Background: an optimization exercise with open tools, aiming at small area, a short achievable clock period and few clock cycles per item. Do not read the settings as production practice.
Where RTL was checked, it was by simulation tests only, not by an equivalence proof against the original.
Power is estimated from default activity; no workload was simulated.

==> trial 32 <==
==> flow/design.v (excerpt) <==
module c1_ldpc_enc (
    input  wire        clk,
    input  wire        rst,         
    input  wire        in_valid,
    output wire        in_ready,
    input  wire [31:0] in_data,
    output wire        out_valid,
    input  wire        out_ready,
    output wire [31:0] out_data
);
    reg  [255:0] A0, A1, A2, A3;
    reg  [8:0]   wc;       
    reg  [7:0]   ic;       
    reg          st_out;   
    reg  [7:0]   os;       
    reg          rec;      
    reg  [4:0]   ow;       
    reg          ov;       
    reg          rdy;      
    reg  [31:0]  oreg;
    reg          p0s;      
    reg  [31:0]  dr;       
    reg          selb_r, clr_r, clr0_r, lastr;
    reg          rs;       
    reg  [3:0]   ins_r;
    reg          match;    
    reg  [7:0]   ge;       
    reg          wrq0, wrqn;
    reg          sd;       
    reg  [3:0]   so, sw;   
    assign in_ready  = rdy;
    assign out_valid = ov;
    assign out_data  = oreg;
    wire in_fire = in_valid & rdy;
    wire ldp     = st_out & match;
    wire ld      = ldp & (~ov | out_ready);
    wire [31:0] din;
    genvar gi;
    generate for (gi = 0; gi < 32; gi = gi + 1) begin : g_din
        assign din[gi] = in_data[31-gi];
    end endgenerate
    wire [31:0] wv0;
    assign wv0[0] = (A0[0] & ~clr0_r) ^ (dr[0] & ins_r[0]);
    assign wv0[1] = (A0[1] & ~clr0_r) ^ (dr[1] & ins_r[0]);
    assign wv0[2] = (A0[2] & ~clr0_r) ^ (dr[2] & ins_r[0]);
    assign wv0[3] = (A0[3] & ~clr0_r) ^ (dr[3] & ins_r[0]);
    assign wv0[4] = (A0[4] & ~clr0_r) ^ (dr[4] & ins_r[0]);
    assign wv0[5] = (A0[5] & ~clr0_r) ^ (dr[5] & ins_r[0]);
    assign wv0[6] = (A0[6] & ~clr0_r) ^ (dr[6] & ins_r[0]);
    assign wv0[7] = (A0[7] & ~clr0_r) ^ (dr[7] & ins_r[0]);
    assign wv0[8] = (A0[8] & ~clr0_r) ^ (dr[8] & ins_r[0]);
    assign wv0[9] = (A0[9] & ~clr0_r) ^ (dr[9] & ins_r[0]);
    assign wv0[10] = (A0[10] & ~clr0_r) ^ (dr[10] & ins_r[0]);
    assign wv0[11] = (A0[11] & ~clr0_r) ^ (dr[11] & ins_r[0]);
    assign wv0[12] = (A0[12] & ~clr0_r) ^ (dr[12] & ins_r[0]);
    assign wv0[13] = (A0[13] & ~clr0_r) ^ (dr[13] & ins_r[0]);
    assign wv0[14] = (A0[14] & ~clr0_r) ^ (dr[14] & ins_r[0]);
    assign wv0[15] = (A0[15] & ~clr0_r) ^ (dr[15] & ins_r[0]);
    assign wv0[16] = (A0[16] & ~clr0_r) ^ (dr[16] & ins_r[0]);
    assign wv0[17] = (A0[17] & ~clr0_r) ^ (dr[17] & ins_r[0]);
  ...
clock: 10.0 ns
lec_check: 0
cap_margin: 20
core_margin: 2
core_utilization: 55
cts_cluster_diameter: 60
cts_cluster_size: 25
place_density: 0.65
slew_margin: 20
standard.sh (not shown) runs the stock make flow with config.mk's settings and CLKGATE_MAP_FILE= SYNTH_SCRIPT=/design/flow/synth_recipe.tcl, a recipe that flattens the netlist after the stock synthesis.
==> flow/flow/run.sh <==
#!/bin/bash
set -euo pipefail
export BUFFER_PORTS_ARGS="-buffer_cell sky130_fd_sc_hd__buf_4"
export SETUP_SLACK_MARGIN=6.6
bash standard.sh > standard.log 2>&1
==> inputs of trial 2, as changes to trial 32 <==
==> flow/flow/run.sh (replaced) <==
#!/bin/bash
set -euo pipefail
export BUFFER_PORTS_ARGS="-buffer_cell sky130_fd_sc_hd__buf_4"
export SETUP_SLACK_MARGIN=6.8
bash standard.sh > standard.log 2>&1
--- a/flow/config.mk
+++ b/flow/config.mk
@@ -10,4 +10,4 @@
 export CORE_UTILIZATION = 55
-export CTS_CLUSTER_DIAMETER = 60
-export CTS_CLUSTER_SIZE = 25
+export CTS_CLUSTER_DIAMETER = 65
+export CTS_CLUSTER_SIZE = 28
 export PLACE_DENSITY = 0.65
==> qor summary <==
| item | trial 32 | trial 2 |
|---|---|---|
| Outcome | no timing/DRC/antenna violations | no timing/DRC/antenna violations |
| Final weighted congestion in routability-driven placement | 1.02 | 1.01 |
| Global-route total usage across every layer | 0.326 | 0.328 |
| Power consumed by the clock network | 3.02 mW | 2.74 mW |
| Fraction of layout instances using a drive strength above 1 | 0.172 | 0.168 |
| Critical Path End | out_data[14] | out_data[26] |
| Setup slack on the worst flop-to-flop path | 6.85 ns | 6.79 ns |
| First element of the critical path | oreg[14]$_DFFE_PP_ | oreg[26]$_DFFE_PP_ |
| Smallest setup slack after layout | 6.66 ns | 6.71 ns |
| Switching part of the total | 0.305 | 0.305 |
| Signal buffers share of area | 0.0193 | 0.0213 |
| Routed wire length on met3 | 9340 µm | 9660 µm |
| Final instance area | 42500 µm² | 42300 µm² |
| Count of routing violations after the opening detailed-route iteration | 2604 | 2792 |
| Minimum clock period after layout | 3.34 ns | 3.29 ns |
| Leakage Power | 16.6 nW | 16.5 nW |
Testbench counts of trial 32, summed over its fixed seeds: cycles 25,896, rows 48.
Testbench counts of trial 2, summed over its fixed seeds: cycles 25,896, rows 48.

* * *

==> run a: inputs <==
c1_ldpc_enc, a different RTL version from the one above (not shown whole).
## c1_ldpc_enc
module c1_ldpc_enc (
    input  wire        clk,
    input  wire        rst,         
    input  wire        in_valid,
    output wire        in_ready,
    input  wire [31:0] in_data,
    output wire        out_valid,
    input  wire        out_ready,
    output wire [31:0] out_data
);
export LEC_CHECK = 0
export CAP_MARGIN = 20
export CORE_MARGIN = 2
export CORE_UTILIZATION = 55
export CTS_BUF_LIST = sky130_fd_sc_hd__clkbuf_4 sky130_fd_sc_hd__clkbuf_8
export PLACE_DENSITY = 0.65
export SLEW_MARGIN = 20
create_clock -name core_clock -period 10.0 [get_ports {clk}]
==> flow/flow/run.sh <==
#!/bin/bash
set -euo pipefail
export BUFFER_PORTS_ARGS="-buffer_cell sky130_fd_sc_hd__buf_4"
export SETUP_SLACK_MARGIN=7.0
bash standard.sh > standard.log 2>&1
==> run b (differences from run a) <==
--- a/flow/design.v
+++ b/flow/design.v
@@ -29,14 +29,13 @@
     reg          sd;       
     reg  [3:0]   so, sw;   
     assign in_ready  = rdy;
     assign out_valid = ov;
     assign out_data  = oreg;
     wire in_fire = in_valid & rdy;
-    wire ldp     = st_out & match;
-    wire ld      = ldp & (~ov | out_ready);
+    wire ld      = st_out & match & (~ov | out_ready);
     wire [31:0] din;
     genvar gi;
     generate for (gi = 0; gi < 32; gi = gi + 1) begin : g_din
         assign din[gi] = in_data[31-gi];
     end endgenerate
     wire [31:0] wv0;
@@ -1380,23 +1379,16 @@
     end endgenerate
     wire       st_out_0 = rs ? 1'b0 : lastr ? 1'b1 : st_out;
     wire       st_out_n = st_out_0 & ~(ld & (ow == 5'd31));
     wire [8:0] wc_n     = rs ? 9'd0 : in_fire ? wc + 9'd1 : wc;
     wire [7:0] ic_n     = (rs | in_fire) ? 8'd0 : (wc != 9'd0) ? ic + 8'd1 : ic;
     wire       ov_n     = ~rst & (ld | (ov & ~out_ready));
-    wire       ow31     = (ow == 5'd31);
-    wire       ld_a     = ldp;
-    wire       ld_b     = ldp & ~ov;
-    wire       ov_a     = ldp;
-    wire       ov_b     = ldp | ov;
-    wire       icz      = (wc != 9'd0) ? (ic == 8'd255) : (ic == 8'd0);
-    wire       ra_f     = ~(st_out_0 & ~(ld_a & ow31)) & (wc != 9'd511) & ~((wc == 9'd510) & ov_a);
-    wire       rb_f     = ~(st_out_0 & ~(ld_b & ow31)) & (wc != 9'd511) & ~((wc == 9'd510) & ov_b);
-    wire       ra_i     = ~(st_out_0 & ~(ld_a & ow31)) & (rs | (wc == 9'd0) | icz) & ~(~rs & (wc == 9'd511) & ov_a);
-    wire       rb_i     = ~(st_out_0 & ~(ld_b & ow31)) & (rs | (wc == 9'd0) | icz) & ~(~rs & (wc == 9'd511) & ov_b);
-    wire       rdy_n    = ~rst & (out_ready ? (in_fire ? ra_f : ra_i) : (in_fire ? rb_f : rb_i));
+    wire       r_fire   = (wc != 9'd511) & ~((wc == 9'd510) & ov_n);
+    wire       r_idle   = (rs | (wc == 9'd0) | ((wc != 9'd0) ? (ic == 8'd255) : (ic == 8'd0)))
+                          & ~(~rs & (wc == 9'd511) & ov_n);
+    wire       rdy_n    = ~rst & ~st_out_n & (in_fire ? r_fire : r_idle);
     wire [7:0] os_n     = lastr ? 8'd0 : os + 8'd1;
     wire       rec_n    = (rs | lastr) ? 1'b0 : (st_out & (os[2:0] == 3'd7)) ? 1'b1 : rec;
     wire [4:0] owa      = (rs | lastr) ? 5'd0 : ow;
     wire [4:0] owb      = (rs | lastr) ? 5'd0 : ow + 5'd1;
     wire [4:0] ow_n     = ld ? owb : owa;
     wire       pass1_n  = st_out_0 & ~rec_n;
==> flow/flow/run.sh (replaced) <==
#!/bin/bash
set -euo pipefail
export BUFFER_PORTS_ARGS="-buffer_cell sky130_fd_sc_hd__buf_4"
bash standard.sh > standard.log 2>&1
--- a/flow/config.mk
+++ b/flow/config.mk
@@ -5,9 +5,8 @@
 export SDC_FILE = /design/flow/constraint.sdc
 export NUM_CORES = 4
 export LEC_CHECK = 0
 export CAP_MARGIN = 20
 export CORE_MARGIN = 2
 export CORE_UTILIZATION = 55
-export CTS_BUF_LIST = sky130_fd_sc_hd__clkbuf_4 sky130_fd_sc_hd__clkbuf_8
 export PLACE_DENSITY = 0.65
 export SLEW_MARGIN = 20
==> summary.txt <==
Origin of the worst setup path: run a oreg[12]; run b wrqn
Worst ir drop on vdd: run a 0.000197 V; run b 0.000217 V
Slowest cell on the critical path: run a sky130_fd_sc_hd__edfxtp_1; run b sky130_fd_sc_hd__nand2_4
Total vias in the final route: run a 22000; run b 21500
Count of plain and timing-repair buffers: run a 96; run b 95
Minimum period implied by the final worst setup slack: run a 3410 ps; run b 3810 ps
Internal Power: run a 8.24 mW; run b 8.34 mW
Insertion delay of the later-clocked pin in the worst-skew pair: run a 860 ps; run b 700 ps
Maximum level of the CTS H-tree: run a 4; run b 3
Met1 Track Usage GR: run a 46.7%; run b 47.4%
Sum of met3 wire segment lengths after detailed routing: run a 9310 µm; run b 8990 µm
Path length in cells of the critical path: run a 1; run b 6
Status: run a finished clean; run b finished clean
Worst hold path endpoint: run a A3[157]; run b A0[45]
Hold Path Origin: run a A3[189]; run b A0[77]
Arrival time at the worst endpoint: run a 1410 ps; run b 4250 ps
Worst setup path endpoint: run a out_data[12]; run b A2[48]
Multi-input gate area: run a 9680 µm²; run b 9610 µm²
Fraction of area in multi-input gates: run a 22.0%; run b 22.1%
Post-cts sizing count: run a 34; run b 0
Combinational Power: run a 1.11 mW; run b 1.12 mW
Combinational power share: run a 9.9%; run b 10.0%
CP required: run a 8000 ps; run b 10440 ps
Non-Clock Inverter Count: run a 20; run b 19
Testbench counts of run a, summed over its fixed seeds: cycles 26,176, rows 48.
Function not checked in run b: the RTL went through the layout flow alone.

## separate check: timing with driven ports
Ports are ideal in the flow. The routed layouts listed here were re-timed in OpenROAD. Step 1: set_driving_cell puts a clkbuf_16 on clk and a buf_2 on each other input, an assumption about the parent block. Step 2 moves the port delays by t, midway between the first and last clock arrival at a register: inputs arrive t later, outputs are due t later. That takes back most of the time a late clock gives input paths. a / b / c = ideal / step 1 / step 2; a / b = the first two.
run | t (ns) | setup slack, ns | worst data-port slew with drivers (ns)
trial 32 | 0.704 | 6.661 / 6.595 / 6.210 | 0.04
trial 2 | 0.727 | 6.706 / 6.634 / 6.518 | 0.04
run a | 0.899 | 6.587 / 6.526 / 6.309 | 0.06
run b | 0.734 | 6.189 / 6.189 / 6.189 | 0.04
After both steps setup and hold are still met in every run listed. The setup slack of trial 32, which loses most, moves by -0.066 ns with the drivers and by -0.451 ns with both steps.
